From an optimization exercise on the open Yosys and OpenROAD flow, aimed at small area, a short achievable clock period and few clock cycles per item; shortcuts taken in it are not production practice.
In this exercise RTL edits were held to simulation tests only and were not proved equivalent to the original.

==> 04-14 <==
==> flow/design.v (excerpt) <==
module lz_frame_auth (
    input  wire         clk,
    input  wire         rst,           
    input  wire [127:0] key,           
    input  wire         crc_mode,      
    input  wire         in_valid,
    output wire         in_ready,
    input  wire [35:0]  in_word,
    input  wire         in_last,
    output wire         tag_valid,
    input  wire         tag_ready,
    output wire [35:0]  auth0,         
    output wire [35:0]  auth1          
);
    reg          act;         
    reg          mode;        
    reg          run;         
    reg          phl;         
    reg          zs;          
    reg          fin;         
    reg          done;        
    reg          lseen;       
    reg  [3:0]   round;       
    reg  [5:0]   cnt;         
    reg  [11:0]  nwords;      
    reg          ship;        
    function ship_of;
        input a, m, f, l, r, p;
        input [5:0] c;
        input [3:0] n;
        ship_of = a && !m && !f && (c > 6'd32 || l) &&
                  (!r || (n == 4'd10 && !p));
    endfunction
    wire last_rnd = (round == 4'd10);
    wire rnd_end  = run && last_rnd;
    wire blk_full = cnt > 6'd32;
    wire blk_last = !blk_full;
    reg  [163:0] buf_q;
    wire take  = in_valid && in_ready;
    wire start = take && !act;
    assign in_ready = !done && !lseen && (cnt <= 6'd32);
    wire crc_go = act && mode && !done && (cnt >= 6'd4 || (lseen && cnt != 6'd0));
    wire [5:0]   ins_at = crc_go ? (cnt - 6'd4) : cnt;
    wire [163:0] ins    = take ? ({in_word, 128'h0} >> {ins_at, 2'b00}) : 164'h0;
    wire [5:0]   wbits  = (in_last && !nwords[0]) ? 6'd10 : 6'd9;
    reg          act_n, mode_n, run_n, phl_n, zs_n, fin_n, done_n, lseen_n;
    reg  [3:0]   round_n;
    reg  [5:0]   cnt_n;
    reg  [11:0]  nwords_n;
    always @(*) begin
        act_n    = act;
        mode_n   = mode;
        run_n    = run;
        phl_n    = phl;
        zs_n     = zs;
        fin_n    = fin;
        done_n   = done;
  ...
Settings: LEC_CHECK=0, CAP_MARGIN=20, CORE_MARGIN=2, CORE_UTILIZATION=40, CTS_BUF_LIST=sky130_fd_sc_hd__clkbuf_4, PLACE_DENSITY=0.6, SETUP_SLACK_MARGIN=4, SLEW_MARGIN=20; clock period 10.0 ns.
standard.sh (not shown) runs the stock make flow with config.mk's settings and CLKGATE_MAP_FILE= SYNTH_SCRIPT=/design/flow/synth_recipe.tcl, a recipe that flattens the netlist after the stock synthesis.
==> flow/flow/run.sh <==
#!/bin/bash
# Layout flow: the standard flow (standard.sh), with three changes:
#  - synthesis maps the logic with an area-oriented ABC script
#    (flow/abc_area.script) in place of ORFS's speed script; everything else
#    in synthesis (yosys passes, flip-flop mapping, flattening, renaming) is
#    the standard synth_recipe.tcl, so the registers are the standard ones;
#  - the port buffers are sky130_fd_sc_hd__buf_2 (every input and output
#    port still gets one);
#  - clock tree synthesis uses sky130_fd_sc_hd__clkbuf_4 and adds no dummy
#    loads (the clock still reaches every register through buffers).
# Each tool's output goes to its own log here; ORFS's own logs are under
# orfs/logs.
set -euo pipefail
W=$PWD
F=$W/flow

export BUFFER_PORTS_ARGS="-buffer_cell sky130_fd_sc_hd__buf_2"
export CTS_ARGS="-sink_clustering_enable -repair_clock_nets -buf_list sky130_fd_sc_hd__clkbuf_4 -dont_use_dummy_load"

# synth.tcl from ORFS with the ABC script swapped
sed "s#^source \$::env(SCRIPTS_DIR)/synth_preamble.tcl#source \$::env(SCRIPTS_DIR)/synth_preamble.tcl\nset abc_args [lreplace \$abc_args 1 1 $F/abc_area.script]#" \
    "$FLOW_HOME/scripts/synth.tcl" > $W/own_synth_core.tcl
grep -q "abc_area.script" $W/own_synth_core.tcl
# synth_recipe.tcl, sourcing that copy
sed "s#source \$::env(SCRIPTS_DIR)/synth.tcl#source $W/own_synth_core.tcl#" \
    $W/synth_recipe.tcl > $W/own_synth.tcl
grep -q "own_synth_core.tcl" $W/own_synth.tcl

# the make call of standard.sh, with our synthesis script, for synthesis only
MAKECMD=$(grep -m1 '^make ' $W/standard.sh | sed "s#SYNTH_SCRIPT=[^ ]*#SYNTH_SCRIPT=$W/own_synth.tcl#; s#\"\${@:-finish}\"##")
echo "$MAKECMD synth" > $W/own_synth_cmd.txt
eval "$MAKECMD synth" > $W/own_synth.log 2>&1

# the rest of the standard flow reuses the synthesized netlist
bash $W/standard.sh > $W/standard.log 2>&1
==> flow/flow/abc_area.script <==
strash
&get -n
&fraig -x
&put
scorr
dc2
dretime
strash
&get -n
&dch -f
&nf -R 1000
&put
==> 02-18 (differences from 04-14) <==
--- a/flow/design.v
+++ b/flow/design.v
@@ -141,12 +141,13 @@
     assign S6 = ~(L13 ^ L27);
     assign S7 = ~(L6 ^ L23);
     assign y = {S0, S1, S2, S3, S4, S5, S6, S7};
 endmodule
 module lz_aes_round (
     input  wire [127:0] state_in,
+    input  wire [127:0] add,         
     output wire [127:0] mixed,       
     output wire [127:0] shifted,     
     input  wire [127:0] rkey_in,     
     input  wire [7:0]   rcon,        
     output wire [127:0] rkey_out     
 );
@@ -186,18 +187,19 @@
         for (c = 0; c < 4; c = c + 1) begin : g_mix
             for (r = 0; r < 4; r = r + 1) begin : g_out
                 wire [7:0] p  = sr[4*c + r];
                 wire [7:0] q  = sr[4*c + (r+1)%4];
                 wire [7:0] u  = sr[4*c + (r+2)%4];
                 wire [7:0] v  = sr[4*c + (r+3)%4];
+                wire [7:0] kk = add[127-32*c-8*r -: 8];
                 for (b = 0; b < 8; b = b + 1) begin : g_bit
                     wire lo = (b == 0) ? 1'b0 : (p[(b+7)%8] ^ q[(b+7)%8]);
                     wire hi = (b == 0 || b == 1 || b == 3 || b == 4) ?
                               (p[7] ^ q[7]) : 1'b0;
                     assign mixed[127-32*c-8*r-7+b] =
-                        ((q[b] ^ u[b]) ^ v[b]) ^ (lo ^ hi);
+                        ((q[b] ^ u[b]) ^ (v[b] ^ kk[b])) ^ (lo ^ hi);
                 end
                 assign shifted[127-32*c-8*r -: 8] = p;
             end
         end
     endgenerate
 endmodule
@@ -346,15 +348,15 @@
     wire sel_mix   = run && !last_rnd;
     wire sel_shift = rnd_end;
     wire sel_hold  = !run && !start && !zs;
     wire use_inj   = start || ship;
     wire [127:0] st_add   = ({128{run}}     & rkey) ^
                             ({128{use_inj}} & inj);
-    wire [127:0] st_next  = (({128{sel_mix}}   & rnd_mix)   |
-                             ({128{sel_shift}} & rnd_shift) |
+    wire [127:0] st_other = (({128{sel_shift}} & rnd_shift) |
                              ({128{sel_hold}}  & aes_st)) ^ st_add;
+    wire [127:0] st_next  = sel_mix ? rnd_mix : st_other;
     wire [3:0] rnext = load_key ? 4'd1 : (round + 4'd1);
     reg  [7:0] rcon;
     always @(*) begin
         case (rnext)
             4'd1:    rcon = 8'h01;
             4'd2:    rcon = 8'h02;
@@ -367,12 +369,13 @@
             4'd9:    rcon = 8'h1b;
             default: rcon = 8'h36;
         endcase
     end
     lz_aes_round u_round (
         .state_in  (aes_st),
+        .add       (st_add),
         .mixed     (rnd_mix),
         .shifted   (rnd_shift),
         .rkey_in   (load_key ? key : rkey),
         .rcon      (rcon),
         .rkey_out  (rnd_key)
     );
==> flow/flow/run.sh (replaced) <==
#!/bin/bash
# Layout flow: the standard flow, except that synthesis maps the logic
# with an area-oriented ABC script (flow/abc_area.script) in place of ORFS's
# speed script. Everything else in synthesis (yosys passes, flip-flop mapping,
# flattening, renaming) is the standard synth_recipe.tcl, so the registers are
# the standard synthesis's.
set -euo pipefail
W=$PWD
F=$W/flow

# synth.tcl from ORFS with the ABC script swapped
sed "s#^source \$::env(SCRIPTS_DIR)/synth_preamble.tcl#source \$::env(SCRIPTS_DIR)/synth_preamble.tcl\nset abc_args [lreplace \$abc_args 1 1 $F/abc_area.script]#" \
    "$FLOW_HOME/scripts/synth.tcl" > $W/own_synth_core.tcl
grep -q "abc_area.script" $W/own_synth_core.tcl
# synth_recipe.tcl, sourcing that copy
sed "s#source \$::env(SCRIPTS_DIR)/synth.tcl#source $W/own_synth_core.tcl#" \
    $W/synth_recipe.tcl > $W/own_synth.tcl
grep -q "own_synth_core.tcl" $W/own_synth.tcl

# the make call of standard.sh, with our synthesis script, for synthesis only
MAKECMD=$(grep -m1 '^make ' $W/standard.sh | sed "s#SYNTH_SCRIPT=[^ ]*#SYNTH_SCRIPT=$W/own_synth.tcl#; s#\"\${@:-finish}\"##")
echo "$MAKECMD synth" > $W/own_synth_cmd.txt
eval "$MAKECMD synth" > $W/own_synth.log 2>&1

# the rest of the standard flow reuses the synthesized netlist
bash $W/standard.sh > $W/standard.log 2>&1
Settings changed: CTS_BUF_LIST sky130_fd_sc_hd__clkbuf_4 to unset.
==> notes <==
Synthesized cell count: 02-18 is larger than 04-14 (about 5%). In 02-18 the hold slack is better than in 04-14, by 0.035 ns. Cell count: 04-14 is lower than 02-18 (about 3.6%). Between 02-18 and 04-14, the lower clock-buffer cell count is in 02-18 (gap 56). Against 02-18, the non-clock buffer count of 04-14 is lower by 27. In worst setup slack, 04-14 and 02-18 hardly differ. Between 04-14 and 02-18, the lower sequential share of layout area is in 02-18 (gap 1.3 points).
==> figures <==
| metric | 02-18 | 04-14 |
|---|---|---|
| Later-pin clock latency in the skew report | 0.69 ns | 1.19 ns |
| Global-route wire length before repair | 369000 um | 353000 um |
| Final net count | 8332 | 8054 |
| Share of synthesized area spent on multiplexers | 0.0377 | 0.0339 |
| Worst setup SP type | input port | flip-flop |
| Total of cells resized after clock tree synthesis | 515 | 413 |
| Die span in y | 390 um | 384 um |
| Relative area of clock buffers and inverters in the final design | 0.0351 | 0.0178 |
| Average wire per standard cell | 26.1 um | 26.0 um |
| Mean post-synth cell area | 8.07 um^2 | 8.18 um^2 |
| Post-synthesis share of cell area spent on xor and xnor gates | 0.436 | 0.443 |
| Via density | 5.66 | 5.68 |
| End-of-flow core utilization | 0.517 | 0.501 |
| Floorplan row count | 141 | 139 |
| Status | complete, no violations | complete, no violations |
Testbench counts of 04-14, summed over its fixed seeds: cycles 562,890, frames 12,000.
Testbench counts of 02-18, summed over its fixed seeds: cycles 562,890, frames 12,000.

port drivers added, routing unchanged:
The results above use ideal ports. As a check the final layouts listed here were re-extracted and re-timed, cells and wires unchanged. Step 1, drivers: a clkbuf_16 drives clk and a buf_2 each remaining input, both assumed. Step 2 adds t to the input delays and takes it off the output delays; t is the mean of the earliest and latest rising clock arrival at the registers after step 1. Input paths then give back, and output paths get back, about the clock's delay inside the block. Three values: ideal, step 1, step 2; two values: the first two.
run | t (ns) | setup slack, ns | worst data-port slew with drivers (ns)
04-14 | 1.172 | 3.963 / 3.963 / 2.993 | 0.22
02-18 | 0.758 | 3.962 / 4.028 / 3.271 | 0.09
After both steps setup and hold are still met in every run listed. The setup slack of 04-14, which loses most, moves by 0.000 ns with the drivers and by -0.970 ns with both steps.
